From an optimization exercise on the open Yosys and OpenROAD flow, aimed at small area, a short achievable clock period and few clock cycles per item; shortcuts taken in it are not production practice.
At most, simulation tests tie the RTL to the original design; equivalence was not proved.
Power is estimated from default activity; no workload was simulated.

==> wip/cedar <==
// conf_raymap
module conf_raymap (
    input  wire        clk,
    input  wire        rst,
    input  wire [12:0] cfg_hogels_x,
    input  wire [12:0] cfg_hogels_y,
    input  wire [4:0]  cfg_views_u,
    input  wire [4:0]  cfg_views_v,
    input  wire [1:0]  cfg_lens_type,
    input  wire [1:0]  cfg_layout,
    input  wire [1:0]  cfg_view_flip,
    input  wire [7:0]  cfg_slant_p,
    input  wire [4:0]  cfg_slant_q,
    input  wire [14:0] cfg_pitch_x,
    input  wire [14:0] cfg_pitch_y,
    input  wire        req_valid,
    output wire        req_ready,
    input  wire [15:0] req_px,
    input  wire [15:0] req_py,
    input  wire [1:0]  req_k,
    output wire        map_req,
    output wire [23:0] map_addr,
    input  wire        map_ack,
    input  wire [63:0] map_data,
    output wire        res_valid,
    input  wire        res_ready,
    output wire [1:0]  res_kind,
    output wire [29:0] res_ray,
    output wire [1:0]  res_colour
);
Settings: LEC_CHECK=0, ABC_CLOCK_PERIOD_IN_PS=5000, CAP_MARGIN=20, CORE_MARGIN=2, CORE_UTILIZATION=40, SLEW_MARGIN=20, TNS_END_PERCENT=100; clock period 20.0 ns.
standard.sh (not shown) runs the stock make flow with config.mk's settings and CLKGATE_MAP_FILE= SYNTH_SCRIPT=/design/flow/synth_recipe.tcl, a recipe that flattens the netlist after the stock synthesis.
==> flow/flow/run.sh <==
#!/bin/bash
# Standard layout, with timing repair aiming well below the clock period.
set -euo pipefail
export SETUP_SLACK_MARGIN=${MARGIN:-13}
bash standard.sh > standard.log 2>&1
==> inputs of wip/ember, as changes to wip/cedar <==
--- a/flow/design.v
+++ b/flow/design.v
@@ -727,19 +727,17 @@
     wire signed [12:0] sc1 = $signed({a_scl[11], a_scl});
     wire signed [35:0] pya = (lo_pass && a_ca) ? 36'sd65536 + sc1 : 36'sd0;
     wire signed [35:0] pyb = (lo_pass && a_cb) ? 36'sd65536 + sc1 : 36'sd0;
     wire signed [35:0] pra = (lo_pass && a_ca) ? $signed({{24{a_rot[11]}}, a_rot}) : 36'sd0;
     wire signed [35:0] prb = (lo_pass && a_cb) ? $signed({{24{a_rot[11]}}, a_rot}) : 36'sd0;
     wire signed [35:0] off = lo_pass ? 36'sd2147483648 : 36'sd0;
-    wire signed [30:0] px1 = a_scl * m_A + $signed(pya[30:0]);
+    wire signed [35:0] px1 = ($signed({{18{m_A[17]}}, m_A}) <<< 16) + a_scl * m_A + pya + off;
     wire signed [30:0] px2 = a_rot * m_B + $signed(prb[30:0]);
-    wire signed [30:0] py1 = a_scl * m_B + $signed(pyb[30:0]);
+    wire signed [35:0] py1 = ($signed({{18{m_B[17]}}, m_B}) <<< 16) + a_scl * m_B + pyb + off;
     wire signed [30:0] py2 = a_rot * m_A + $signed(pra[30:0]);
-    reg  signed [17:0] q_mA, q_mB;
-    reg         q_lo;
-    reg  signed [30:0] q_x1, q_y1;
+    reg  signed [35:0] q_x1, q_y1;
     reg  signed [30:0] q_x2, q_y2;
     reg         q_hi;
     reg  signed [35:0] hi_a, hi_b;
     reg  [1:0]  p_kind, p_col;
     reg         p_wide;
     reg  [29:0] p_rb;
@@ -758,36 +756,34 @@
                 ph <= 1'b0;
             end
         end
         if (en) begin
             q_x1 <= px1;
             q_x2 <= px2;
-            q_mA <= m_A;
-            q_mB <= m_B;
-            q_lo <= lo_pass;
             q_y1 <= py1;
             q_y2 <= py2;
             if (!hold) begin
                 p_kind <= a_kind;
                 p_col  <= a_col;
                 p_wide <= wide_a;
                 p_rb   <= a_rb;
             end
         end
     end
-    wire signed [35:0] qoff = q_lo ? 36'sd2147483648 : 36'sd0;
-    wire signed [35:0] pa = ($signed({{18{q_mA[17]}}, q_mA}) <<< 16) + q_x1 - q_x2 + qoff;
-    wire signed [35:0] pb = ($signed({{18{q_mB[17]}}, q_mB}) <<< 16) + q_y1 + q_y2 + qoff;
+    wire signed [35:0] pa = q_x1 - q_x2;
+    wire signed [35:0] pb = q_y1 + q_y2;
     always @(posedge clk) begin
         if (en && q_hi) begin
             hi_a <= pa;
             hi_b <= pb;
         end
     end
-    wire signed [53:0] ta  = (p_wide ? ($signed({{18{hi_a[35]}}, hi_a}) <<< 17) : 54'sd0) + pa;
-    wire signed [53:0] tb  = (p_wide ? ($signed({{18{hi_b[35]}}, hi_b}) <<< 17) : 54'sd0) + pb;
+    wire signed [53:0] ta  = p_wide ? (($signed({{18{hi_a[35]}}, hi_a}) <<< 17) + q_x1 - q_x2)
+                                    : $signed({{18{pa[35]}}, pa});
+    wire signed [53:0] tb  = p_wide ? (($signed({{18{hi_b[35]}}, hi_b}) <<< 17) + q_y1 + q_y2)
+                                    : $signed({{18{pb[35]}}, pb});
     reg  [1:0]  s_kind, s_col;
     reg         s_ua, s_oa, s_ub, s_ob;
     reg  [15:0] s_va, s_vb;
     reg  [29:0] s_rb;
     always @(posedge clk) begin
         if (rst) begin
==> flow/flow/run.sh (replaced) <==
#!/bin/bash
# Standard layout, with timing repair aiming well below the clock period.
set -euo pipefail
export SETUP_SLACK_MARGIN=${MARGIN:-14}
bash standard.sh > standard.log 2>&1
==> inputs of wip/umber, as changes to wip/cedar <==
--- a/flow/design.v
+++ b/flow/design.v
@@ -727,19 +727,17 @@
     wire signed [12:0] sc1 = $signed({a_scl[11], a_scl});
     wire signed [35:0] pya = (lo_pass && a_ca) ? 36'sd65536 + sc1 : 36'sd0;
     wire signed [35:0] pyb = (lo_pass && a_cb) ? 36'sd65536 + sc1 : 36'sd0;
     wire signed [35:0] pra = (lo_pass && a_ca) ? $signed({{24{a_rot[11]}}, a_rot}) : 36'sd0;
     wire signed [35:0] prb = (lo_pass && a_cb) ? $signed({{24{a_rot[11]}}, a_rot}) : 36'sd0;
     wire signed [35:0] off = lo_pass ? 36'sd2147483648 : 36'sd0;
-    wire signed [30:0] px1 = a_scl * m_A + $signed(pya[30:0]);
+    wire signed [35:0] px1 = ($signed({{18{m_A[17]}}, m_A}) <<< 16) + a_scl * m_A + pya + off;
     wire signed [30:0] px2 = a_rot * m_B + $signed(prb[30:0]);
-    wire signed [30:0] py1 = a_scl * m_B + $signed(pyb[30:0]);
+    wire signed [35:0] py1 = ($signed({{18{m_B[17]}}, m_B}) <<< 16) + a_scl * m_B + pyb + off;
     wire signed [30:0] py2 = a_rot * m_A + $signed(pra[30:0]);
-    reg  signed [17:0] q_mA, q_mB;
-    reg         q_lo;
-    reg  signed [30:0] q_x1, q_y1;
+    reg  signed [35:0] q_x1, q_y1;
     reg  signed [30:0] q_x2, q_y2;
     reg         q_hi;
     reg  signed [35:0] hi_a, hi_b;
     reg  [1:0]  p_kind, p_col;
     reg         p_wide;
     reg  [29:0] p_rb;
@@ -758,36 +756,34 @@
                 ph <= 1'b0;
             end
         end
         if (en) begin
             q_x1 <= px1;
             q_x2 <= px2;
-            q_mA <= m_A;
-            q_mB <= m_B;
-            q_lo <= lo_pass;
             q_y1 <= py1;
             q_y2 <= py2;
             if (!hold) begin
                 p_kind <= a_kind;
                 p_col  <= a_col;
                 p_wide <= wide_a;
                 p_rb   <= a_rb;
             end
         end
     end
-    wire signed [35:0] qoff = q_lo ? 36'sd2147483648 : 36'sd0;
-    wire signed [35:0] pa = ($signed({{18{q_mA[17]}}, q_mA}) <<< 16) + q_x1 - q_x2 + qoff;
-    wire signed [35:0] pb = ($signed({{18{q_mB[17]}}, q_mB}) <<< 16) + q_y1 + q_y2 + qoff;
+    wire signed [35:0] pa = q_x1 - q_x2;
+    wire signed [35:0] pb = q_y1 + q_y2;
     always @(posedge clk) begin
         if (en && q_hi) begin
             hi_a <= pa;
             hi_b <= pb;
         end
     end
-    wire signed [53:0] ta  = (p_wide ? ($signed({{18{hi_a[35]}}, hi_a}) <<< 17) : 54'sd0) + pa;
-    wire signed [53:0] tb  = (p_wide ? ($signed({{18{hi_b[35]}}, hi_b}) <<< 17) : 54'sd0) + pb;
+    wire signed [53:0] ta  = p_wide ? (($signed({{18{hi_a[35]}}, hi_a}) <<< 17) + q_x1 - q_x2)
+                                    : $signed({{18{pa[35]}}, pa});
+    wire signed [53:0] tb  = p_wide ? (($signed({{18{hi_b[35]}}, hi_b}) <<< 17) + q_y1 + q_y2)
+                                    : $signed({{18{pb[35]}}, pb});
     reg  [1:0]  s_kind, s_col;
     reg         s_ua, s_oa, s_ub, s_ob;
     reg  [15:0] s_va, s_vb;
     reg  [29:0] s_rb;
     always @(posedge clk) begin
         if (rst) begin
- CORE_UTILIZATION: 40 -> 50
==> out/qor.txt <==
Status: timing/DRC/antenna clean
Multi-input combinational area share: 49.1%
Later-pin clock latency in the skew report: 1.01 ns
Endpoint of the worst-slack reg-to-reg timing path: q_y1[35]
Synth Area in Simple Gates: 12.1%
Power Dens Cells: 125 mW/mm²
Seq_cells: 2709
# diodes: 11
Register-to-register setup slack: 12.98 ns
[end of results for wip/ember]
==> out/qor.txt <==
GPL Wtd Cong: 0.927
Register-to-register setup slack: 11.77 ns
Comb_multi_in: 13307
Seq_cells: 2736
Multi-input combinational area share: 48.5%
Power Dens Cells: 128 mW/mm²
Status: timing/DRC/antenna clean
Endpoint of the worst-slack reg-to-reg timing path: s_ob
Initial antenna violation count: 41
Synth Area in Simple Gates: 12.2%
Later-pin clock latency in the skew report: 1.01 ns
[end of results for wip/cedar]
==> out/qor.txt <==
Seq_cells: 2709
Multi-input combinational area share: 49.5%
Endpoint of the worst-slack reg-to-reg timing path: q_y1[35]
Synth Area in Simple Gates: 12.1%
Register-to-register setup slack: 12.93 ns
Status: timing/DRC/antenna clean
Largest family of logic cells by synthesized area: adder cells
Power Dens Cells: 123 mW/mm²
TritonCTS clock tree: yes
Multi-input logic area: 0.113 mm²
DR top layer: met5
[end of results for wip/umber]
Testbench counts of wip/cedar, summed over its fixed seeds: cycles 18,113, items 11,520.
Testbench counts of wip/ember, summed over its fixed seeds: cycles 18,113, items 11,520.
Testbench counts of wip/umber, summed over its fixed seeds: cycles 18,113, items 11,520.

========
==> inputs of run B <==
conf_raymap, a different RTL version from the one above (not shown whole).
Settings: LEC_CHECK=0, ABC_CLOCK_PERIOD_IN_PS=5000, CAP_MARGIN=20, CORE_MARGIN=2, CORE_UTILIZATION=40, SLEW_MARGIN=20; clock period 20.0 ns.
run.sh (not shown) runs the stock make flow with config.mk's settings and CLKGATE_MAP_FILE= SYNTH_SCRIPT=/design/flow/synth_recipe.tcl, a recipe that flattens the netlist after the stock synthesis.
Stock flow here: none of the scripts above is used.
==> run K (differences from run B) <==
--- a/flow/design.v
+++ b/flow/design.v
@@ -121,40 +121,48 @@
     wire        lens2 = (c_lens == 2'd2);
     wire        mode3 = !lens1 && c_lay[1];
     wire [13:0] hpx   = c_px[14:1];
     wire [13:0] hpy   = c_py[14:1];
     reg  [15:0] q_px [0:1];
     reg  [15:0] q_py [0:1];
     reg  [1:0]  q_k  [0:1];
+    reg  [1:0]  q_li [0:1];
+    reg  [16:0] q_pm [0:1];    
     reg  [1:0]  q_cnt;
+    wire [1:0]  n_li = mode3 ? req_k : 2'd0;
+    wire [16:0] n_pm = {1'b0, req_px} - 17'd1;
     assign req_ready = (q_cnt != 2'd2);
     wire   push = req_valid && req_ready;
     wire   pop;
     always @(posedge clk) begin
         if (rst) begin
             q_cnt <= 2'd0;
         end else begin
             if (pop) begin
                 q_px[0] <= q_px[1]; q_py[0] <= q_py[1]; q_k[0] <= q_k[1];
+                q_li[0] <= q_li[1]; q_pm[0] <= q_pm[1];
             end
             if (push) begin
                 if (q_cnt == 2'd0 || (q_cnt == 2'd1 && pop)) begin
                     q_px[0] <= req_px; q_py[0] <= req_py; q_k[0] <= req_k;
+                    q_li[0] <= n_li; q_pm[0] <= n_pm;
                 end else begin
                     q_px[1] <= req_px; q_py[1] <= req_py; q_k[1] <= req_k;
+                    q_li[1] <= n_li; q_pm[1] <= n_pm;
                 end
             end
             q_cnt <= q_cnt + {1'b0, push} - {1'b0, pop};
         end
     end
     wire        hv    = (q_cnt != 2'd0);
     wire [15:0] h_px  = q_px[0];
     wire [15:0] h_py  = q_py[0];
     wire [1:0]  h_k   = q_k[0];
-    wire [1:0]  h_li  = mode3 ? h_k : 2'd0;
+    wire [1:0]  h_li  = q_li[0];
+    wire [16:0] h_pm  = q_pm[0];
     wire [1:0]  h_col = c_lay[0] ? (2'd2 - h_k) : h_k;
     wire [25:0] h_px768 = {h_px, 9'd0} + {1'b0, h_px, 8'd0};
     wire [25:0] h_x0 = (lens1 || c_lay[1]) ? (h_px768 + 26'd384)
                                            : (h_px768 + {15'd0, h_k, 8'd0} + 26'd128);
     wire [7:0]  h_k85 = {h_k, 6'd0} + {2'd0, h_k, 4'd0} + {4'd0, h_k, 2'd0} + {6'd0, h_k};
     wire [23:0] h_y  = mode3 ? ({h_py, 8'd0} + 24'd43 + {16'd0, h_k85})
                              : ({h_py, 8'd0} + 24'd128);
@@ -212,29 +220,30 @@
     reg  [11:0] l_hy   [0:2];
     reg  [15:0] l_ylow [0:2];
     reg  [14:0] l_yr   [0:2];
     reg  [23:0] l_rb   [0:2];
     reg  signed [31:0] l_s [0:2];    
     reg  [4:0]  l_sr   [0:2];
     reg         l_ayv  [0:2];        
+    reg         l_may  [0:2];        
     reg         c_v    [0:2];
     reg  [23:0] c_tag  [0:2];
     reg         c_blk  [0:2];
     reg  signed [11:0] c_rot [0:2];
     reg  signed [11:0] c_scl [0:2];
     reg  signed [32:0] c_eaq [0:2];
     reg  [14:0] c_ear  [0:2];
     reg  signed [32:0] c_ebq [0:2];
     reg  [14:0] c_ebr  [0:2];
     reg  [29:0] c_rb   [0:2];
     reg         c_wide [0:2];    
     localparam [3:0] S_PRE = 4'd0, S_PREW = 4'd1, S_RUN = 4'd2,
                      S_LR0 = 4'd3, S_LR1 = 4'd4, S_LR2 = 4'd5, S_LR3 = 4'd6,
                      S_AXR = 4'd7, S_AXW = 4'd8, S_PRE2 = 4'd9, S_RS0 = 4'd10,
-                     S_RS1 = 4'd11, S_LR2B = 4'd12;
+                     S_RS1 = 4'd11, S_LR2B = 4'd12, S_AXC = 4'd13, S_AXC2 = 4'd14;
     reg [3:0] state;
     reg         t_yout, t_rbok, t_lr;
     reg  [11:0] t_ohy;
     localparam [1:0] FE_IDLE = 2'd0, FE_RD = 2'd1, FE_ST = 2'd2, FE_W = 2'd3;
     reg  [1:0]  fe;
     reg         f_pf;
     wire        lr_want;
@@ -258,18 +267,18 @@
     wire [11:0] L_hy   = l_hy[h_li];
     wire [15:0] L_ylow = l_ylow[h_li];
     wire [14:0] L_yr   = l_yr[h_li];
     wire [23:0] L_rb   = l_rb[h_li];
     wire signed [31:0] L_s = l_s[h_li];
     wire [4:0]  L_sr   = l_sr[h_li];
     wire        L_ayv  = l_ayv[h_li];
-    wire [16:0] L_px1  = {1'b0, L_px} + 17'd1;
+    wire        L_may  = l_may[h_li];
     wire        s_same = (h_px == L_px) && (h_k == L_k);
     wire        s_nk   = !mode3 && (h_px == L_px) && (h_k == L_k + 2'd1);
-    wire        s_np   = ({1'b0, h_px} == L_px1) && (mode3 || (h_k == 2'd0 && L_k == 2'd2));
+    wire        s_np   = (h_pm == {1'b0, L_px}) && (mode3 || (h_k == 2'd0 && L_k == 2'd2));
     wire        lhit   = L_v && (h_py == L_py) && (s_same || s_nk || s_np);
     wire        u256   = !lens1 && (s_nk || (s_np && !mode3));
     wire        u768   = s_np && (mode3 || lens1);
     wire [15:0] r256 = {1'b0, L_axr} + {1'b0, k256r};
     wire [15:0] r768 = {1'b0, L_axr} + {1'b0, k768r};
     wire        c256 = (r256 >= {1'b0, c_px});
     wire        c768 = (r768 >= {1'b0, c_px});
@@ -292,16 +301,24 @@
     reg         r2_unm;
     reg  [11:0] r2_hx, r2_hy;
     reg  [15:0] r2_xlow, r2_ylow;
     reg  [14:0] r2_xr, r2_yr;
     reg  [23:0] r2_rb;
     reg  [1:0]  r2_col, r2_li;
     wire        r2_free;
-    wire        r1_go = (state == S_RUN) && hv && lhit && !need_ax && r2_free;
+    reg         t_nax;
+    wire        r1_go = ((state == S_RUN && !L_may) || (state == S_AXC2 && !t_nax))
+                        && hv && lhit && r2_free;
     assign pop = r1_go;
+    function may_f;
+        input signed [32:0] xv;
+        begin
+            may_f = xv[32] && (xv[32:10] == {23{1'b1}}) && (xv[9:8] != 2'b00);
+        end
+    endfunction
     wire        hxbig = ({1'b0, r2_hx} >= c_hx);
     wire        unm2  = r2_unm || hxbig;
     wire [23:0] tag   = {r2_hy, r2_hx};
     wire        ch0   = c_v[0] && (c_tag[0] == tag);
     wire        ch1   = c_v[1] && (c_tag[1] == tag);
     wire        ch2   = c_v[2] && (c_tag[2] == tag);
     wire        chit  = ch0 || ch1 || ch2;
@@ -413,14 +430,15 @@
             if (r1_go) begin
                 l_px[h_li]  <= h_px;
                 l_k[h_li]   <= h_k;
                 l_x[h_li]   <= xn;
                 l_axq[h_li] <= axq_n;
                 l_axr[h_li] <= axr_n;
                 l_axv[h_li] <= L_axv && inr;
+                l_may[h_li] <= !(L_axv && inr) && !L_yunm && may_f(xn);
             end
             case (state)
                 S_PRE:  state <= S_PREW;
                 S_PREW: if (!dx_busy && !dy_busy) begin
                     k256q <= dx_quot[25:0]; k256r <= dx_rem;
                     kdyq  <= dy_quot[24:0]; kdyr  <= dy_rem;
                     state <= S_PRE2;
@@ -431,19 +449,32 @@
                     kdsq  <= lens0 ? dx_quot[15:0] : 16'sd0;
                     kdsr  <= lens0 ? dx_rem[4:0] : 5'd0;
                     state <= S_RUN;
                 end
                 S_RUN: begin
                     if (hv && !lhit && fe_yield) begin
                         state <= rs_ok ? S_RS0 : S_LR0;
-                    end else if (hv && lhit && need_ax && fe_yield) begin
-                        l_px[h_li] <= h_px;
-                        l_k[h_li]  <= h_k;
-                        l_x[h_li]  <= xn;
-                        state      <= S_AXR;
+                    end else if (hv && lhit && L_may) begin
+                        state      <= S_AXC;
+                    end
+                end
+                S_AXC: begin
+                    t_nax <= need_ax;
+                    state <= S_AXC2;
+                end
+                S_AXC2: begin
+                    if (t_nax) begin
+                        if (fe_yield) begin
+                            l_px[h_li] <= h_px;
+                            l_k[h_li]  <= h_k;
+                            l_x[h_li]  <= xn;
+                            state      <= S_AXR;
+                        end
+                    end else if (r1_go) begin
+                        state <= S_RUN;
                     end
                 end
                 S_LR0: begin
                     t_yout <= yout_c;
                     state  <= lens0 ? S_LR1 : S_LR2;
                 end
                 S_LR1: if (!m_busy) state <= S_LR2;
@@ -477,26 +508,28 @@
                     l_x[h_li]    <= x_c;
                     if (!t_lr && hy_inc) l_rb[h_li] <= rb_inc;
                     t_rbok       <= !t_lr && (hy_same || hy_inc);
                     state        <= S_LR2B;
                 end
                 S_LR2B: begin
                     l_axv[h_li]  <= lx_inr && !L_yunm;
+                    l_may[h_li]  <= !lx_inr && !L_yunm && may_f(L_x);
                     state        <= S_LR3;
                 end
                 S_LR3: if (!dx_busy && !m_busy) begin
                     l_v[h_li]    <= 1'b1;
                     l_axq[h_li]  <= dx_quot[27:0];
                     l_axr[h_li]  <= dx_rem;
                     if (!t_rbok) l_rb[h_li] <= m_acc[23:0];
                     state        <= S_RUN;
                 end
                 S_AXR: state <= S_AXW;
                 S_AXW: if (!dx_busy) begin
                     l_axv[h_li] <= 1'b1;
+                    l_may[h_li] <= 1'b0;
                     l_axq[h_li] <= dx_quot[27:0];
                     l_axr[h_li] <= dx_rem;
                     state       <= S_RUN;
                 end
                 default: state <= S_PRE;
             endcase
         end
@@ -510,17 +543,17 @@
                          && ({1'b0, nhx} < c_hx);
     wire [1:0]  cs1    = (cs == 2'd2) ? 2'd0 : cs + 2'd1;
     wire [1:0]  lcs1   = (last_cs == 2'd2) ? 2'd0 : last_cs + 2'd1;
     wire [1:0]  dem_slot = mode3 ? r2_li : lcs1;
     wire        dem_ok   = !(v1 && e_cs == dem_slot);
     wire        pf_ok    = !(v1 && e_cs == cs1);
     wire        abort    = fe_abort;
-    assign lr_want  = hv && (!lhit || need_ax);
-    assign fe_abort = (state == S_RUN) && lr_want && f_pf && (fe == FE_W);
-    assign fe_start = (fe == FE_ST) && !f_blk && (state == S_RUN);
+    assign lr_want  = hv && (!lhit || L_may);
+    assign fe_abort = ((state == S_RUN && lr_want) || (state == S_AXC2 && t_nax)) && f_pf && (fe == FE_W);
+    assign fe_start = (fe == FE_ST) && !f_blk && (state == S_RUN || state == S_AXC || state == S_AXC2);
     always @(posedge clk) begin
         if (rst) begin
             fe      <= FE_IDLE;
             last_cs <= 2'd0;
             for (j = 0; j < 3; j = j + 1) begin
                 c_v[j] <= 1'b0;
             end
@@ -553,17 +586,17 @@
                     fe    <= FE_ST;
                 end
                 FE_ST: begin
                     if (fe_start || f_blk) fe <= FE_W;
                 end
                 FE_W: begin
                     if (r2_miss && tag == f_tag) f_pf <= 1'b0;
-                    if (abort || (f_pf && r2_miss && tag != f_tag)) begin
-                        fe <= FE_IDLE;
-                    end else if (f_blk || (!dx_busy && !dy_busy && !m_busy)) begin
+                    if (!f_blk && (dx_busy || dy_busy || m_busy)) begin
+                        if (abort || (f_pf && r2_miss && tag != f_tag)) fe <= FE_IDLE;
+                    end else begin
                         c_tag[f_slot] <= f_tag;
                         c_blk[f_slot] <= f_blk;
                         c_rot[f_slot] <= f_rot;
                         c_scl[f_slot] <= f_scl;
                         c_eaq[f_slot] <= dx_quot;
                         c_ear[f_slot] <= dx_rem;
                         c_ebq[f_slot] <= dy_quot;
@@ -645,54 +678,65 @@
                              wide_a ? $signed({1'b0, a_b[16:0]}) : a_b[17:0];
     wire signed [12:0] sc1 = $signed({a_scl[11], a_scl});
     wire signed [35:0] pya = (lo_pass && a_ca) ? 36'sd65536 + sc1 : 36'sd0;
     wire signed [35:0] pyb = (lo_pass && a_cb) ? 36'sd65536 + sc1 : 36'sd0;
     wire signed [35:0] pra = (lo_pass && a_ca) ? $signed({{24{a_rot[11]}}, a_rot}) : 36'sd0;
     wire signed [35:0] prb = (lo_pass && a_cb) ? $signed({{24{a_rot[11]}}, a_rot}) : 36'sd0;
     wire signed [35:0] off = lo_pass ? 36'sd2147483648 : 36'sd0;
-    wire signed [35:0] pa  = ($signed({{18{m_A[17]}}, m_A}) <<< 16) + a_scl * m_A - a_rot * m_B
-                             + pya - prb + off;
-    wire signed [35:0] pb  = ($signed({{18{m_B[17]}}, m_B}) <<< 16) + a_scl * m_B + a_rot * m_A
-                             + pyb + pra + off;
+    wire signed [35:0] px1 = ($signed({{18{m_A[17]}}, m_A}) <<< 16) + a_scl * m_A + pya + off;
+    wire signed [30:0] px2 = a_rot * m_B + $signed(prb[30:0]);
+    wire signed [35:0] py1 = ($signed({{18{m_B[17]}}, m_B}) <<< 16) + a_scl * m_B + pyb + off;
+    wire signed [30:0] py2 = a_rot * m_A + $signed(pra[30:0]);
+    reg  signed [35:0] q_x1, q_y1;
+    reg  signed [30:0] q_x2, q_y2;
+    reg         q_hi;
     reg  signed [35:0] hi_a, hi_b;
     reg  [1:0]  p_kind, p_col;
     reg         p_wide;
-    reg  signed [35:0] p_loa, p_lob;
     reg  [29:0] p_rb;
     always @(posedge clk) begin
         if (rst) begin
-            v3 <= 1'b0;
-            ph <= 1'b0;
+            v3   <= 1'b0;
+            ph   <= 1'b0;
+            q_hi <= 1'b0;
         end else if (en) begin
+            q_hi <= hold;
             if (hold) begin
                 v3 <= 1'b0;
                 ph <= 1'b1;
             end else begin
                 v3 <= v2;
                 ph <= 1'b0;
             end
         end
         if (en) begin
-            if (hold) begin
-                hi_a <= pa;
-                hi_b <= pb;
-            end else begin
+            q_x1 <= px1;
+            q_x2 <= px2;
+            q_y1 <= py1;
+            q_y2 <= py2;
+            if (!hold) begin
                 p_kind <= a_kind;
                 p_col  <= a_col;
                 p_wide <= wide_a;
-                p_loa  <= pa;
-                p_lob  <= pb;
                 p_rb   <= a_rb;
             end
         end
     end
-    wire signed [53:0] ta  = p_wide ? (($signed({{18{hi_a[35]}}, hi_a}) <<< 17) + p_loa)
-                                    : $signed({{18{p_loa[35]}}, p_loa});
-    wire signed [53:0] tb  = p_wide ? (($signed({{18{hi_b[35]}}, hi_b}) <<< 17) + p_lob)
-                                    : $signed({{18{p_lob[35]}}, p_lob});
+    wire signed [35:0] pa = q_x1 - q_x2;
+    wire signed [35:0] pb = q_y1 + q_y2;
+    always @(posedge clk) begin
+        if (en && q_hi) begin
+            hi_a <= pa;
+            hi_b <= pb;
+        end
+    end
+    wire signed [53:0] ta  = p_wide ? (($signed({{18{hi_a[35]}}, hi_a}) <<< 17) + q_x1 - q_x2)
+                                    : $signed({{18{pa[35]}}, pa});
+    wire signed [53:0] tb  = p_wide ? (($signed({{18{hi_b[35]}}, hi_b}) <<< 17) + q_y1 + q_y2)
+                                    : $signed({{18{pb[35]}}, pb});
     reg  [1:0]  s_kind, s_col;
     reg         s_ua, s_oa, s_ub, s_ob;
     reg  [15:0] s_va, s_vb;
     reg  [29:0] s_rb;
     always @(posedge clk) begin
         if (rst) begin
             v4 <= 1'b0;
==> flow/flow/run.sh (new file) <==
#!/bin/bash
# Standard layout, with timing repair aiming well below the clock period.
set -euo pipefail
export SETUP_SLACK_MARGIN=${MARGIN:-10}
bash standard.sh > standard.log 2>&1
==> flow/standard.sh (new file) <==
#!/bin/bash
# synth_recipe.tcl (not shown) runs the flow's synth.tcl, then flattens the netlist and writes it again
# the make line also repeats each setting of config.mk as NAME=value (left out here)
make -C /OpenROAD-flow-scripts/flow DESIGN_CONFIG=/design/flow/config.mk WORK_HOME=/design/flow/orfs CLKGATE_MAP_FILE= SYNTH_SCRIPT=/design/flow/synth_recipe.tcl "${@:-finish}"
TNS_END_PERCENT = 100   (was not set)
removed: flow/run.sh
==> qor summary <==
| item | run B | run K |
|---|---|---|
| Outcome | finished clean | finished clean |
| Clock-pin slew on the worst setup and hold paths | 0.06 ns | 0.07 ns |
| Number of enable flip-flop cells after synthesis | 2490 | 2626 |
| Minimum setup slack among reg-to-reg paths | 8.50 ns | 10.27 ns |
| Die height | 688 µm | 704 µm |
| Start point of the worst hold path | p_rb[27] | r2_xr[11] |
| Fraction of layout instances using a drive strength above 1 | 0.0597 | 0.0548 |
| Critical path startpoint | q_k[0][1] | k256r[0] |
| Number of well taps | 6198 | 6475 |
| Simple-gate share of the synthesized area | 0.120 | 0.119 |
| Net Sw Frac | 0.416 | 0.410 |
| Share of cell area taken by multi-input logic gates | 0.493 | 0.493 |
| # clock sinks | 2518 | 2656 |
| Number of placement rows | 251 | 257 |
| TritonCTS buffer count | 299 | 310 |
| Cell area after layout | 208000 µm² | 217000 µm² |
| Unrepaired setup endpoints after global routing | no | yes |
| Mean instance size in the synthesized netlist | 10.7 µm² | 10.7 µm² |
| Layout clock buffers | 369 | 371 |
| Total of plain and repair buffers excluding clock buffers | 545 | 528 |
| Synthesized-area fraction occupied by ao, oa, aoi and oai cells | 0.116 | 0.110 |
| DIE WIDTH | 688 µm | 704 µm |
| Critical path's largest stage delay | 0.74 ns | 0.54 ns |
No run of this note included a check of the RTL's function; only the layout flow was run.

## re-timing with driven ports
Ports are ideal in the flow. The routed layouts listed here were re-timed in OpenROAD.
Step 1: set_driving_cell puts a clkbuf_16 on clk and a buf_2 on each other input, an assumption about the parent block.
Step 2 moves the port delays by t, midway between the first and last clock arrival at a register: inputs arrive t later, outputs are due t later. That takes back most of the time a late clock gives input paths.
Three values: ideal, step 1, step 2; two values: the first two.
run | t, ns | slack for setup (ns) | worst setup path at the end
wip/cedar | 1.086 | 11.769 / 11.769 / 11.769 | register to register
wip/ember | 1.088 | 12.977 / 12.977 / 12.977 | register to register
wip/umber | 1.063 | 12.935 / 12.935 / 12.197 | input to register
run B | 1.060 | 8.500 / 8.500 / 8.500 | register to register
run K | 1.070 | 10.269 / 10.269 / 10.269 | register to register
After both steps every run listed still meets setup and hold. For wip/umber, which loses most, drivers alone change the setup slack by 0.000 ns; drivers and shift together by -0.738 ns.
